This design comes from an exercise in tuning for small area, a short achievable clock period and few clock cycles per item on the open sky130 flow, not from production work. Function was not checked in any run shown here: the RTL went through the layout flow alone. Power and IR drop assume default switching activity.

==> flow/config.mk <==
export PLATFORM = sky130hd
export DESIGN_NAME = rs544_dec
export DESIGN_NICKNAME = rs544_dec
export VERILOG_FILES = /design/flow/design.v
export SDC_FILE = /design/flow/constraint.sdc
export NUM_CORES = 8
export LEC_CHECK = 0
export CAP_MARGIN = 20
export CORE_MARGIN = 2
export CORE_UTILIZATION = 55
export SLEW_MARGIN = 20
==> flow/constraint.sdc <==
create_clock -name core_clock -period 16.0 [get_ports {clk}]
set_input_delay 3.2000 -clock core_clock [delete_from_list [all_inputs] [get_ports {clk}]]
set_output_delay 3.2000 -clock core_clock [all_outputs]
set_load 0.01 [all_outputs]
==> flow/run.sh <==
#!/bin/bash
# synth_recipe.tcl (not shown) runs the flow's synth.tcl, then flattens the netlist and writes it again
# the make line also repeats each setting of config.mk as NAME=value (left out here)
make -C /OpenROAD-flow-scripts/flow DESIGN_CONFIG=/design/flow/config.mk WORK_HOME=/design/flow/orfs CLKGATE_MAP_FILE= SYNTH_SCRIPT=/design/flow/synth_recipe.tcl finish
==> flow/design.v <==
module rs_gf_inv (
    input  wire [9:0] a,
    output wire [9:0] y
);
    localparam [99:0] ALPHA_2I = {10'h112, 10'h240, 10'h090, 10'h024, 10'h009,
        10'h100, 10'h040, 10'h010, 10'h004, 10'h001};
    function [9:0] gf_mul;
        input [9:0] a;
        input [9:0] b;
        reg   [9:0] p;
        reg   [9:0] s;
        integer     i;
        begin
            p = 10'd0;
            s = a;
            for (i = 0; i < 10; i = i + 1) begin
                if (b[i])
                    p = p ^ s;
                s = {s[8:0], 1'b0} ^ (s[9] ? 10'h009 : 10'h000);
            end
            gf_mul = p;
        end
    endfunction
    function [9:0] gf_sq;
        input [9:0] a;
        integer     i;
        begin
            gf_sq = 10'd0;
            for (i = 0; i < 10; i = i + 1)
                if (a[i])
                    gf_sq = gf_sq ^ ALPHA_2I[10*i +: 10];
        end
    endfunction
    function [9:0] gf_sqn;
        input [9:0]   a;
        input integer n;
        integer       i;
        begin
            gf_sqn = a;
            for (i = 0; i < n; i = i + 1)
                gf_sqn = gf_sq(gf_sqn);
        end
    endfunction
    wire [9:0] b1 = a;                               
    wire [9:0] b2 = gf_mul(gf_sqn(b1, 1), b1);       
    wire [9:0] b4 = gf_mul(gf_sqn(b2, 2), b2);       
    wire [9:0] b8 = gf_mul(gf_sqn(b4, 4), b4);       
    wire [9:0] b9 = gf_mul(gf_sqn(b8, 1), b1);       
    assign y = gf_sq(b9);
endmodule
module rs544_dec (
    input  wire         clk,
    input  wire         rst,
    input  wire         in_valid,
    output wire         in_ready,
    input  wire [9:0]   in_sym,
    output wire         out_valid,
    output wire         out_fail,
    output wire [3:0]   out_nerr,
    output wire [149:0] out_pos,
    output wire [149:0] out_val
);
    localparam [299:0] ALPHA_J = {10'h320, 10'h190, 10'h0c8, 10'h064, 10'h032,
        10'h019, 10'h208, 10'h104, 10'h082, 10'h041, 10'h224, 10'h112, 10'h089,
        10'h240, 10'h120, 10'h090, 10'h048, 10'h024, 10'h012, 10'h009, 10'h200,
        10'h100, 10'h080, 10'h040, 10'h020, 10'h010, 10'h008, 10'h004, 10'h002,
        10'h001};
    localparam [99:0] ALPHA_2I = {10'h112, 10'h240, 10'h090, 10'h024, 10'h009,
        10'h100, 10'h040, 10'h010, 10'h004, 10'h001};
    function [9:0] gf_mul;
        input [9:0] a;
        input [9:0] b;
        reg   [9:0] p;
        reg   [9:0] s;
        integer     i;
        begin
            p = 10'd0;
            s = a;
            for (i = 0; i < 10; i = i + 1) begin
                if (b[i])
                    p = p ^ s;
                s = {s[8:0], 1'b0} ^ (s[9] ? 10'h009 : 10'h000);
            end
            gf_mul = p;
        end
    endfunction
    function [9:0] gf_sq;
        input [9:0] a;
        integer     i;
        begin
            gf_sq = 10'd0;
            for (i = 0; i < 10; i = i + 1)
                if (a[i])
                    gf_sq = gf_sq ^ ALPHA_2I[10*i +: 10];
        end
    endfunction
    function [9:0] sq5;
        input [9:0] a;
        begin
            sq5 = gf_sq(gf_sq(gf_sq(gf_sq(gf_sq(a)))));
        end
    endfunction
    integer i;
    reg        rdy;           
    reg [9:0]  icnt;          
    reg        a_v;           
    reg        a_first;
    reg        a_last;
    reg [9:0]  a_sym;
    reg [299:0] syn;
    reg        s_pend;        
    reg [319:0] cr;           
    reg        c_use;         
    localparam BM_IDLE = 2'd0, BM_RUN = 2'd1, BM_DONE = 2'd2;
    reg [1:0]  bm_st;
    wire xfer   = in_valid && rdy;
    wire c_load = s_pend && !c_use && (bm_st == BM_IDLE);
    assign in_ready = rdy;
    always @(posedge clk) begin
        a_sym   <= in_sym;
        a_first <= (icnt == 10'd0);
        a_last  <= (icnt == 10'd543);
        if (a_v)
            for (i = 0; i < 30; i = i + 1)
                syn[10*i +: 10] <= (a_first ? 10'd0 : gf_mul(syn[10*i +: 10], ALPHA_J[10*i +: 10])) ^ a_sym;
        for (i = 0; i < 32; i = i + 1)
            if (c_load && i < 30)
                cr[10*i +: 10] <= syn[10*i +: 10];
            else
                cr[10*i +: 10] <= cr[10*((i+1)%32) +: 10];
    end
    reg [4:0]  ph;            
    reg [169:0] lr;           
    reg [169:0] br;           
    reg [4:0]  r;             
    reg [9:0]  gam;
    reg [9:0]  dcur;          
    reg [9:0]  dacc;          
    reg [5:0]  kk;            
    reg [4:0]  ll;            
    reg [4:0]  mm;            
    reg [9:0]  btap;          
    reg [9:0]  srd;           
    reg [9:0]  kval;          
    wire bm_run = (bm_st == BM_RUN);
    wire r0     = (r == 5'd0);
    wire [3:0] ci = 4'd15 - ph[3:0];      
    wire dummy  = (ph == 5'd16);
    wire dec = (dcur != 10'd0) && !kk[5];
    wire [4:0] m_next = dec ? 5'd1 : ((mm == 5'd31) ? 5'd31 : mm + 5'd1);
    wire [9:0] g_next = dec ? dcur : gam;
    wire [9:0] lam_old = r0 ? ((ph == 5'd15) ? 10'd1 : 10'd0) : lr[9:0];
    wire [9:0] bu_old  = r0 ? ((ph == 5'd15) ? 10'd1 : 10'd0) : br[9:0];
    wire       bmask   = !dummy && ({1'b0, ci} >= mm);
    wire [9:0] bm_v    = r0 ? ((ph == 5'd14) ? 10'd1 : 10'd0) : (bmask ? btap : 10'd0);
    wire [9:0] lam_new = gf_mul(gam, lam_old) ^ gf_mul(dcur, bm_v);
    wire [9:0] l_wb = !bm_run ? lr[9:0] : (dummy ? 10'd0 : lam_new);
    wire [9:0] b_wb = !bm_run ? br[9:0] : (dummy ? 10'd0 : (dec ? lam_old : bu_old));
    wire [9:0] prod = gf_mul(lr[169:160], srd);
    wire [4:0] tm   = dummy ? m_next : mm;
    wire [4:0] tidx = tm + 5'd1;
    reg  [9:0] tval;
    always @(*) begin
        tval = 10'd0;
        for (i = 1; i < 17; i = i + 1)
            if (tidx == i)
                tval = br[10*i +: 10];
    end
    wire [9:0] sval = r[0] ? cr[29:20] : cr[189:180];
    reg [159:0] lc;           
    reg [159:0] bc;           
    reg [9:0]  xr;            
    reg [9:0]  pc;            
    reg        c_run;
    reg [4:0]  nroots;
    reg        ctag;          
    reg        cbig;          
    reg [4:0]  cl0, cl1;      
    reg [4:0]  cm0, cm1;      
    reg [9:0]  ck0, ck1;      
    reg [9:0] ev_sum, od_sum, bs_sum;
    always @(*) begin
        ev_sum = 10'd0;
        od_sum = 10'd0;
        bs_sum = 10'd0;
        for (i = 0; i < 16; i = i + 1) begin
            if (i % 2 == 1)
                od_sum = od_sum ^ lc[10*i +: 10];
            else
                ev_sum = ev_sum ^ lc[10*i +: 10];
            bs_sum = bs_sum ^ bc[10*i +: 10];
        end
    end
    wire root_c = ((ev_sum ^ od_sum) == 10'd0);
    wire c_last = c_run && (pc == 10'd0);
    reg        sk_v, sk_root, sk_last, sk_tag;
    reg [9:0]  sk_bs, sk_od;
    wire [9:0] sk_x = sk_last ? 10'h3eb : gf_mul(xr, 10'h204);
    wire [9:0] sk_p = sk_last ? 10'd0 : pc + 10'd1;
    reg        ph0;           
    reg        qv;
    reg        qtag;
    reg [9:0]  qp, qx, qb, qo;
    reg        dbusy;
    reg [3:0]  dstep;
    reg        dtag;
    reg [9:0]  dp, dx, da, dxx, dy;
    reg [3:0]  jcnt;          
    reg        eow_pend;
    reg        eow_tag;
    reg        eow_fail;
    reg        rb_v;
    reg [3:0]  rb_slot;
    reg [19:0] rb_d;
    reg [299:0] sr;           
    reg [3:0]  sph;           
    reg [3:0]  clr;           
    reg        pp;            
    reg        pf;
    reg [3:0]  pn;
    reg        ov, of;
    reg [3:0]  on;
    wire [4:0] d_m = dtag ? cm1 : cm0;
    wire [4:0] d_l = dtag ? cl1 : cl0;
    wire [3:0] widx = d_l[3:0] - 4'd1 - jcnt;
    wire rb_drain = rb_v && !pp && (rb_slot == sph);
    wire d_last   = dbusy && (dstep == 4'd14);
    wire d_fin    = d_last && (!rb_v || rb_drain);
    wire eow_go   = eow_pend && !dbusy && !(qv && (qtag == eow_tag)) && !rb_v && !pp;
    wire d_pop    = qv && !dbusy && !(eow_pend && (qtag != eow_tag));
    wire q_ok     = !qv || d_pop;
    wire c_stall  = sk_v && ((sk_root && !q_ok) || (sk_last && eow_pend));
    wire sk_go    = sk_v && !c_stall;
    wire c_step   = c_run && !c_stall;
    wire c_free   = !c_run || (c_last && !c_stall);
    wire handoff  = (bm_st == BM_DONE) && ph0 && c_free;
    wire [4:0] sk_l = sk_tag ? cl1 : cl0;
    wire present  = pp && (clr == 4'd0) && (sph == 4'd14);
    wire [9:0] sq_out = gf_sq((dstep <= 4'd5) ? dy : dxx);
    reg  [9:0] ma, mb;
    always @(*) begin
        if (!dbusy) begin
            ma = qb;
            mb = qo;
        end else if (dstep <= 4'd5) begin
            ma = sq_out;
            mb = d_m[5 - dstep] ? dx : 10'd1;
        end else if (dstep <= 4'd13) begin
            ma = sq_out;
            mb = da;
        end else begin
            ma = sq_out;
            mb = dy;
        end
    end
    wire [9:0] dmul = gf_mul(ma, mb);
    assign out_valid = ov;
    assign out_fail  = of;
    assign out_nerr  = on;
    genvar g;
    generate
        for (g = 0; g < 15; g = g + 1) begin : g_out
            assign out_pos[10*g +: 10] = sr[20*g+10 +: 10];
            assign out_val[10*g +: 10] = sr[20*g +: 10];
        end
    endgenerate
    wire [19:0] s_wb = rb_drain ? rb_d : ((clr != 4'd0) ? 20'd0 : sr[19:0]);
    always @(posedge clk) begin
        lr <= {l_wb, lr[169:10]};
        br <= {b_wb, br[169:10]};
        sr <= {s_wb, sr[299:20]};
        btap <= tval;
        if (rst) begin
            rdy      <= 1'b0;
            icnt     <= 10'd0;
            a_v      <= 1'b0;
            s_pend   <= 1'b0;
            c_use    <= 1'b0;
            ph       <= 5'd0;
            ph0      <= 1'b1;
            sk_v     <= 1'b0;
            nroots   <= 5'd0;
            bm_st    <= BM_IDLE;
            c_run    <= 1'b0;
            ctag     <= 1'b0;
            qv       <= 1'b0;
            dbusy    <= 1'b0;
            jcnt     <= 4'd0;
            eow_pend <= 1'b0;
            rb_v     <= 1'b0;
            sph      <= 4'd0;
            clr      <= 4'd15;
            pp       <= 1'b0;
            ov       <= 1'b0;
        end else begin
            a_v <= xfer;
            if (xfer)
                icnt <= (icnt == 10'd543) ? 10'd0 : icnt + 10'd1;
            if (a_v && a_last)
                s_pend <= 1'b1;
            else if (c_load)
                s_pend <= 1'b0;
            rdy <= !((c_use || (bm_st != BM_IDLE) || c_load) &&
                     (s_pend && !c_load || a_v && a_last || xfer && icnt == 10'd543));
            ph  <= (ph == 5'd16 || c_load) ? 5'd0 : ph + 5'd1;
            ph0 <= (ph == 5'd16 || c_load);
            case (bm_st)
                BM_IDLE: begin
                    if (c_load) begin
                        bm_st  <= BM_RUN;
                        c_use  <= 1'b1;
                        r      <= 5'd0;
                        gam    <= 10'd1;
                        kk     <= 6'd0;
                        ll     <= 5'd0;
                        mm     <= 5'd1;
                        dcur   <= syn[9:0];
                    end
                end
                BM_RUN: begin
                    if (ph == 5'd0)
                        dacc <= 10'd0;
                    else if (!dummy)
                        dacc <= dacc ^ prod;
                    if (ph == 5'd15 && r == 5'd29)
                        srd <= g_next;
                    else
                        srd <= sval;
                    if (dummy) begin
                        dcur <= dacc ^ prod;
                        if (dec) begin
                            gam <= dcur;
                            kk  <= -kk - 6'd1;
                            ll  <= r + 5'd1 - ll;
                        end else begin
                            kk  <= kk + 6'd1;
                        end
                        mm <= m_next;
                        if (r == 5'd28)
                            c_use <= 1'b0;
                        if (r == 5'd29) begin
                            kval  <= prod;
                            bm_st <= BM_DONE;
                        end
                        r <= r + 5'd1;
                    end
                end
                default: begin
                    if (handoff)
                        bm_st <= BM_IDLE;
                end
            endcase
            if (handoff) begin
                c_run  <= 1'b1;
                ctag   <= !ctag;
                cbig   <= (ll > 5'd15);
                if (ctag) begin
                    cl0 <= ll; cm0 <= mm; ck0 <= sq5(kval);
                end else begin
                    cl1 <= ll; cm1 <= mm; ck1 <= sq5(kval);
                end
            end else if (c_step && c_last) begin
                c_run <= 1'b0;
            end
            if (!c_stall) begin
                sk_v    <= c_run;
                sk_root <= c_run && root_c && !cbig;
                sk_last <= c_last;
                sk_tag  <= ctag;
            end
            if (sk_go) begin
                if (sk_last)
                    nroots <= 5'd0;
                else if (sk_root)
                    nroots <= nroots + 5'd1;
            end
            if (sk_go && sk_last) begin
                eow_pend <= 1'b1;
                eow_tag  <= sk_tag;
                eow_fail <= (sk_l > 5'd15) || ((nroots + (sk_root ? 5'd1 : 5'd0)) != sk_l);
            end else if (eow_go) begin
                eow_pend <= 1'b0;
            end
            if (sk_go && sk_root)
                qv <= 1'b1;
            else if (d_pop)
                qv <= 1'b0;
            if (d_pop) begin
                dbusy <= 1'b1;
                dstep <= 4'd1;
            end else if (d_fin) begin
                dbusy <= 1'b0;
            end else if (dbusy && !d_last) begin
                dstep <= dstep + 4'd1;
            end
            if (d_fin)
                jcnt <= jcnt + 4'd1;
            else if (eow_go)
                jcnt <= 4'd0;
            if (d_fin)
                rb_v <= 1'b1;
            else if (rb_drain)
                rb_v <= 1'b0;
            sph <= (sph == 4'd14) ? 4'd0 : sph + 4'd1;
            if (present || (eow_go && eow_fail))
                clr <= 4'd15;
            else if (clr != 4'd0)
                clr <= clr - 4'd1;
            if (eow_go)
                pp <= 1'b1;
            else if (present)
                pp <= 1'b0;
            ov <= present;
        end
        if (handoff) begin
            for (i = 0; i < 16; i = i + 1) begin
                lc[10*i +: 10] <= lr[10*(15-i) +: 10];
                bc[10*i +: 10] <= br[10*(15-i) +: 10];
            end
            xr <= 10'd1;
            pc <= 10'd543;
        end else if (c_step) begin
            for (i = 0; i < 16; i = i + 1) begin
                lc[10*i +: 10] <= gf_mul(lc[10*i +: 10], ALPHA_J[10*(15-i) +: 10]);
                bc[10*i +: 10] <= gf_mul(bc[10*i +: 10], ALPHA_J[10*(15-i) +: 10]);
            end
            xr <= gf_mul(xr, 10'h002);
            pc <= pc - 10'd1;
        end
        if (!c_stall) begin
            sk_bs <= bs_sum;
            sk_od <= od_sum;
        end
        if (sk_go && sk_root) begin
            qtag <= sk_tag;
            qp   <= sk_p;
            qx   <= sk_x;
            qb   <= sk_bs;
            qo   <= sk_od;
        end
        if (d_pop) begin
            dtag <= qtag;
            dp   <= qp;
            dx   <= qx;
            da   <= dmul;
            dxx  <= dmul;
            dy   <= qtag ? ck1 : ck0;
        end else if (dbusy) begin
            if (dstep <= 4'd5)
                dy <= dmul;
            else if (dstep <= 4'd13)
                dxx <= dmul;
        end
        if (d_fin) begin
            rb_slot <= widx;
            rb_d    <= {dp, dmul};
        end
        if (eow_go) begin
            pf <= eow_fail;
            pn <= jcnt;
        end
        if (present) begin
            of <= pf;
            on <= pf ? 4'd0 : pn;
        end
    end
endmodule
==> results.txt, run 1 <==
* Combinational share of power at under 10%
* Reg power frac at between 50% and 60%
* Register area share after synthesis at 59.5%
* Mapped Cells at between 7000 and 8000
* Clock skew at around 39 ps
* # port buffers at between 300 and 400
* Clock share of power at 45.4%
* Crit path DAT at 7420 ps
* DRC errors left at 0
* Postcts setup bufs at 0
* Crit Path Category: register to register
* Avg Cell Area, Syn at ~11 µm²
* Via/cell ratio at between 5 and 6
* Largest net degree at the start of global routing at between 150 and 200
* Slew headroom at about 25%
* P_leak at 34.0 nW
* RSZ-0062 raised after global routing: false
* Max Fclk at around 0.14 GHz
* Fin Hold WS at roughly 330 ps
* R2R Path Start: qtag
* Run status: finished clean
* Final TNS setup at 0 ps
* Internal power at about 8.5 mW
* Synth area leader: edfxtp_1
* Initial Utilization at 55.2%
* DP Wirelength at 140000 µm
* TritonCTS Buffers at around 200
* Area added between synthesis and finish at 14.7%
* Die height at about 390 µm
* Grt ovf at 0
* EDFF count, synth at 887
* Max-cap viol count at 0
* Root Driver: clkbuf_16
* CTS tree: done
* Core area at 145000 µm²
* Min Clock Period, post-route at between 7000 and 8000 ps
* Post-Synthesis Cell Area at ~80000 µm²
* RR Endpoint: bc[65]
* Clock slew at reported path FFs at 60 ps
* CTS resizes at 0
* WL per Instance at between 20 and 25 µm
* Crit share post-route at between 40% and 50%
* Req. time, crit path at 16410 ps
* Min-Delay Startpoint: cr[2]
* Routed Wire Length at just over 200000 µm
* GP Congestion at around 0.87
* Worst min path class: register to register
* Setup slack, reg-to-reg at 8990 ps
* Fin. Hold Viols at 0
* Final Max Slew Viols at 0
* Antenna Nets Post-Route at 0
* CP Capture Type: register
* DRT Pass-1 Iters at 7
* Final setup fails at 0
* Synth Net Count at between 7000 and 8000
* Worst-case clock buffer depth at 3
* First-iteration detailed-routing DRC count at about 4300
* Total global-route track usage at 27.4%
* Worst slew pin tran at between 1000 and 1500 ps
* Sink Count at slightly below 2000
* I/O Pins at 320
* Switching share of total power at 21.4%
* Antenna violations before repair at 3
* Yosys warnings at 3
* Hold path depth at 0
* Share of cells above drive strength 1 at around 6.5%
* Chip width at about 390 µm
* Vias in the first global route at between 40000 and 50000
* Row cnt at 140
* Pwr/cell area at approximately 120 nW/µm²
* Hold endpoint: cr[312]
* Primary FF master, synth: dfxtp_1
* Netlist cell types at between 80 and 90
* Peak supply drop at ~0.00011 V
* Critical Path Start Type: register
* Nets@finish at between 7000 and 8000
* Die Area at 149000 µm²
* Synth Register Bits at 1937
* First-pass GRT wire length at between 300000 and 400000 µm
* Largest cells by area after synthesis: edfxtp_1, dfxtp_1, xnor2_1, nand2_1, xor2_1
* R2R depth at 11
* Via count at a little over 50000
* Share of the synthesized area in the top cell type at roughly a third
* # fillers at roughly 12000
* Finished Layout Cells at 9700
* Post-Place Cells at around 9300
* NetSw at approximately 2.3 mW
* FFs w/ async S/R, synth at 0%
* CTS HTree Levels at 4
* Cts hold-fix bufs at 0
* Clock Latency Late Sink at between 800 and 900 ps
* Critical path peak fanout at 80
## metal layers
layer	track usage (%)	vias up	part of all wire, %	wire length, µm
met2	42.3	1727	45	93000
li1	-	24700	-	-
met1	40.0	25100	46	94900
met4	7.15	0	2.4	4870
met3	4.52	258	6.6	13600
met5	0	-	0	0
## metrics by stage
stage | setup WS (ps) | total power, mW | cell area, µm² | utilization, %
3_3_place_gp | 8820 | 5.98 | 84800 | 58.4
4_1_cts | 8710 | 10.9 | 91900 | 63.3
6_report | 8990 | 10.8 | 92000 | 63.3
3_5_place_dp | 8710 | 5.99 | 84800 | 58.4
5_1_grt | 8520 | 11.1 | 92000 | 63.3
2_1_floorplan | 6710 | 5.87 | 80200 | -
## synth_stat cells (all sizes together), types with 11 or more instances
master,instances
nand2,1766
xnor2,1120
dfxtp,1050
edfxtp,887
xor2,527
nor2,461
clkbuf,305
o21ai,290
a21oi,135
inv,90
nand2b,87
buf,81
nand3,73
mux2i,63
mux2,41
ha,40
nor3,36
a22oi,24
o22ai,23
a22o,22
o221ai,21
a221o,20
nor2b,16
o211ai,16
and2,14
nand4,14
a31oi,13
nor4,11
## layout by cell type (no fill, tap or decap), types with 68 or more instances in the layout
master and count:
nand2_1 1760, xnor2_1 1118, dfxtp_1 1038, edfxtp_1 887
xor2_1 525, nor2_1 457, clkdlybuf4s50_1 318, o21ai_0 283
clkbuf_16 220, a21oi_1 134, inv_1 86, nand2b_1 85
nand3_1 73, buf_4 68
## worst max-delay path by stage
stage | start | end | slack (ps) | cells past startpoint
floorplan | qtag | bc[0] | 6710 | 11
global placement | qtag | bc[110] | 8820 | 11
detailed placement | qtag | bc[140] | 8710 | 11
CTS | qtag | bc[65] | 8710 | 11
global route | qtag | bc[90] | 8520 | 11
finish | qtag | bc[65] | 8990 | 11
## cell families after synthesis
group	Yosys count	share of synthesized area (%)
compound gates	654	5.04
xor+xnor	1658	18.3
fa+ha+maj	42	0.674
buf+inv	477	2.35
flops	1937	59.5
mux	106	1.42
simple gates	2530	12.7
## state kept, by name, summed over array words and instances (netlist names), 20 cells and up
name and cells:
cr 320, sr 300, syn 300, br 170, lr 170, bc 160, lc 160, rb_d 20
## power by group through the flow
stage | clock (mW) | sequential, mW | combinational (mW)
floorplan | 0 | 5.49 | 0.377
global placement | 0 | 5.51 | 0.465
detailed placement | 0 | 5.51 | 0.471
CTS | 4.97 | 5.41 | 0.476
global route | 5.17 | 5.42 | 0.526
finish | 4.89 | 5.41 | 0.473
## layout make-up
| cell class | instances | area [µm²] | area share, % |
|---|---|---|---|
| clock buffers | 300 | 6200 | 6.74 |
| inverters | 91 | 349 | 0.380 |
| flip-flops and latches | 1937 | 47700 | 51.8 |
| well taps | 1917 | 2400 | 2.61 |
| multi-input cells | 4990 | 30700 | 33.4 |
| clock inverters | 73 | 882 | 0.959 |
| diodes | 3 | 7.51 | 0.00816 |
| repair buffers | 389 | 3730 | 4.06 |
## worst max-delay path, stage by stage, from the launching register on
cell,delay (ps)
edfxtp_1,750
xor2_1,200
a21oi_1,240
nand2_1,200
nand3_1,200
a21boi_1,170
inv_1,610
nand2_1,540
nand2_8,620
buf_4,860
buf_4,890
buf_4,950
==> run 2, diff against run 1 <==
--- a/flow/config.mk
+++ b/flow/config.mk
@@ -7,5 +7,5 @@
 export LEC_CHECK = 0
 export CAP_MARGIN = 20
 export CORE_MARGIN = 2
-export CORE_UTILIZATION = 55
+export CORE_UTILIZATION = 30
 export SLEW_MARGIN = 20
==> run 2 against run 1 <==
Compared with the run above: clock skew increased by 26 ps; setup slack gained 940 ps; non-clock buffer count decreased by 14; synthesized area unchanged; clock-buffer cell count is 39 lower; synthesized cell count unchanged; via count is 0.69% lower; register-to-register slack improved by 940 ps; largest cell class unchanged.
==> results.txt, run 2 <==
* Min setup slack post-route at 9930 ps (+935 ps)
* Cts hold-fix bufs at 0 (unchanged)
* Most common cell after layout, fill and taps aside: nand2_1
* RSZ-0062 raised after global routing: false
* # fillers at 26200 (+130%)
* CP Capture Type: register
* CTS resizes at 0 (unchanged)
* Post-synth top cells: nand2_1, xnor2_1, dfxtp_1
* Min Clock Period, post-route at 6070 ps (-935 ps)
* Avg Cell Area, Syn at 10.8 µm² (unchanged)
* TritonCTS Buffers at 192 (-2.5%)
* Register area share after synthesis at 59.5% (unchanged)
* CTS HTree Levels at 4 (unchanged)
* Core Util, Final at 35.2% (-28 points)
* RR Endpoint: bc[56]
* Area added between synthesis and finish at 16.6%
* Slew headroom at 24.4% (-0.85 points)
* Crit Path Category: register to register
* Max FFs per register at 320 (unchanged)
* DP Wirelength at 138000 µm (-1.1%)
* Antenna Nets Post-Route at 0 (unchanged)
* Clock slew at reported path FFs at 60 ps (about the same)
* Grt ovf at 0 (unchanged)
* Hold endpoint: cr[300]
* I/O Pins at 320 (unchanged)
* DRC errors left at 0 (unchanged)
* Clock Latency Late Sink at 860 ps (+40 ps)
* Final TNS setup at 0 ps (unchanged)
* DP Worst Slack at 9620 ps (+918 ps)
* R2R depth at 12 (+1)
* First-iteration detailed-routing DRC count at 4248 (-1.8%)
* Sink Count at 1937 (unchanged)
* Max Fclk at 0.165 GHz (+15%)
* Die Area at 271000 µm² (+82%)
* Netlist cell types at 86 (unchanged)
* Core area at 266000 µm² (+83%)
* Clock skew at 65.0 ps (+26.3 ps)
* Mapped Cells at 7404 (unchanged)
* # port buffers at 319 (unchanged)
* Postcts setup bufs at 0 (unchanged)
* GP Congestion at 0.860 (-0.97%)
* Max-cap viol count at 0 (unchanged)
* Power Total at 10.6 mW (-1.9%)
* Nets@finish at 7642 (-0.25%)
* Pwr/cell area at 113 nW/µm² (-3.4%)
* Root Driver: clkbuf_16
* FFs w/ async S/R, synth at 0% (unchanged)
* Top reg by flops: cr
* Routed Wire Length at 205000 µm (-0.60%)
* Primary FF master, synth: dfxtp_1
* Yosys warnings at 3 (unchanged)
* Peak supply drop at 0.0000920 V (-16%)
* Post-Synthesis Cell Area at 80200 µm² (unchanged)
* Chip width at 521 µm (+35%)
* First-pass GRT wire length at 313000 µm (+1.1%)
* Vias in the first global route at 50600 (+2.1%)
* Critical path peak fanout at 146 (+83%)
* Worst slew pin tran at 1130 ps (+16.9 ps)
* Commonest cells after routing, fill and taps aside: nand2_1, xnor2_1, dfxtp_1, edfxtp_1, xor2_1
* Total global-route track usage at 14.7% (-13 points)
* Antenna violations before repair at 4 (+1)
* CTS tree: done
* Setup slack, reg-to-reg at 9930 ps (+940 ps)
* Die height at 521 µm (+35%)
* Critical Path Start Type: register
* Crit path DAT at 6620 ps (-800 ps)
* Hold path depth at 0 (unchanged)
* Row cnt at 189 (+35%)
* Final Max Slew Viols at 0 (unchanged)
* Largest net degree at the start of global routing at 217 (+18%)
* Req. time, crit path at 16550 ps (+140 ps)
* Largest registers: cr: 320 flops, sr: 300 flops, syn: 300 flops
* Crit path from: qtag
* Synth Register Bits at 1937 (unchanged)
* Count leader, synth: nand2_1
* Register area at 47700 µm² (unchanged)
* Min-Delay Startpoint: cr[310]
* Run status: finished clean
* Synth Net Count at 7459 (unchanged)
* Finished Layout Cells at 11300 (+16%)
* Worst min path class: register to register
* Largest cells by area after synthesis: edfxtp_1, dfxtp_1, xnor2_1, nand2_1, xor2_1
* Fin. Hold Viols at 0 (unchanged)
* WL per Instance at 18.2 µm (-15%)
* EDFF count, synth at 887 (unchanged)
* Final setup fails at 0 (unchanged)
* Share of cells above drive strength 1 at 6.08% (-0.41 points)
* Area of the multi-input gates at 30700 µm² (about the same)
* Via count at 51400 (-0.69%)
* Share of the synthesized area in the top cell type at 33.2% (unchanged)
* Via/cell ratio at 4.55 (-15%)
* Synth area leader: edfxtp_1
* Crit share post-route at 38.0% (-5.8 points)
* Post-Place Cells at 10900 (+17%)
* Worst-case clock buffer depth at 3 (unchanged)
* DRT Pass-1 Iters at 6 (-1)
* P_leak at 33.7 nW (-0.92%)
* Initial Utilization at 30.2% (-25 points)
* R2R Path Start: qtag
## run 2: cell types whose count changed in the layout (fill, tap and decap cells not counted), moves of 5 or more
| cell | delta |
|---|---|
| buf_4 | -18 |
| buf_6 | +5 |
| clkbuf_16 | -21 |
| clkbuf_8 | -16 |
| clkinv_1 | +8 |
| clkinv_16 | +5 |
| clkinv_2 | +5 |
## run 2: worst max-delay path by stage
stage | endpoint | slack (ps) | depth (start not counted)
global placement | bc[65] | 9780 | 12
global route | bc[77] | 9290 | 12
CTS | bc[56] | 9570 | 12
finish | bc[56] | 9930 | 12
detailed placement | bc[83] | 9620 | 12
floorplan | bc[0] | 6710 | 11
## run 2: kinds of logic (layout without fill, tap and decap cells)
family | after synthesis | count (layout) | share of synthesized area [%]
AND/OR/NAND/NOR | 2530 | 2530 | 12.7
XOR/XNOR | 1658 | 1658 | 18.3
other | 0 | 2 | 0
buffers and inverters | 477 | 830 | 2.35
flip-flops | 1937 | 1937 | 59.5
multiplexers | 106 | 106 | 1.42
adder cells (fa/ha/maj) | 42 | 42 | 0.674
AO/OA/AOI/OAI | 654 | 654 | 5.04
## run 2: per-stage QoR
stage	hold slack, ps	instance area [µm²]
floorplan	310	80200
global placement	311	86700
detailed placement	312	86800
CTS	290	93400
global route	311	93500
finish	294	93500
## run 2: final cells by class
| type | count | share of cell area (%) |
|---|---|---|
| diodes | 2 | 0.00536 |
| repair buffers | 375 | 3.89 |
| flip-flops and latches | 1937 | 51.0 |
| clock buffers | 261 | 5.82 |
| clock inverters | 103 | 1.31 |
| well taps | 3533 | 4.73 |
| inverters | 91 | 0.374 |
| multi-input cells | 4990 | 32.8 |
## run 2: power breakdown
group          internal (mW)  total [mW]  switching, mW  leakage, nW
Clock                   2.69        4.70           2.01         3.27
Combinational          0.210       0.477          0.268         13.8
Sequential              5.30        5.40         0.0979         16.6
Total                   8.21        10.6           2.37         33.7
## run 2: metal layers
layer  wire [µm]  vias to the layer above  global-route usage [%]
li1            -                    24600                       -
met3       12000                      249                    2.23
met5           0                        -                       0
met2       96800                     1580                    24.3
met4        4780                        0                    4.39
met1       91600                    24900                    19.9
## run 2: worst max-delay path, cell delays in order (launching register included)
cell and delay (ps):
edfxtp_1 750, xor2_1 180, a21oi_1 230, nand2_1 190, nand3_1 200, a21boi_1 160
o41ai_1 670, nand2b_4 140, inv_8 530, buf_4 800, buf_4 800, buf_6 730
o21ai_0 220

## what the ideal ports hide
In the flow no input, the clock included, has a driving cell. The finished layouts below were timed again as built, in two steps.
Step 1 sets driving cells, clkbuf_16 on the clock port and buf_2 on the other inputs (assumed; they add their load-dependent delay and slew).
Step 2 moves the port delays by t, midway between the first and last clock arrival at a register: inputs arrive t later, outputs are due t later. That takes back most of the time a late clock gives input paths.
Three values: ideal ports, drivers, drivers and shift; two values: the first two.
run | t, ns | setup slack, ns | clock arrival spread, ns
run 1 | 0.879 | 8.992 / 8.992 / 8.992 | 0.041 / 0.041
run 2 | 0.906 | 9.927 / 9.927 / 9.927 | 0.076 / 0.076
After both steps every run listed still meets setup and hold.
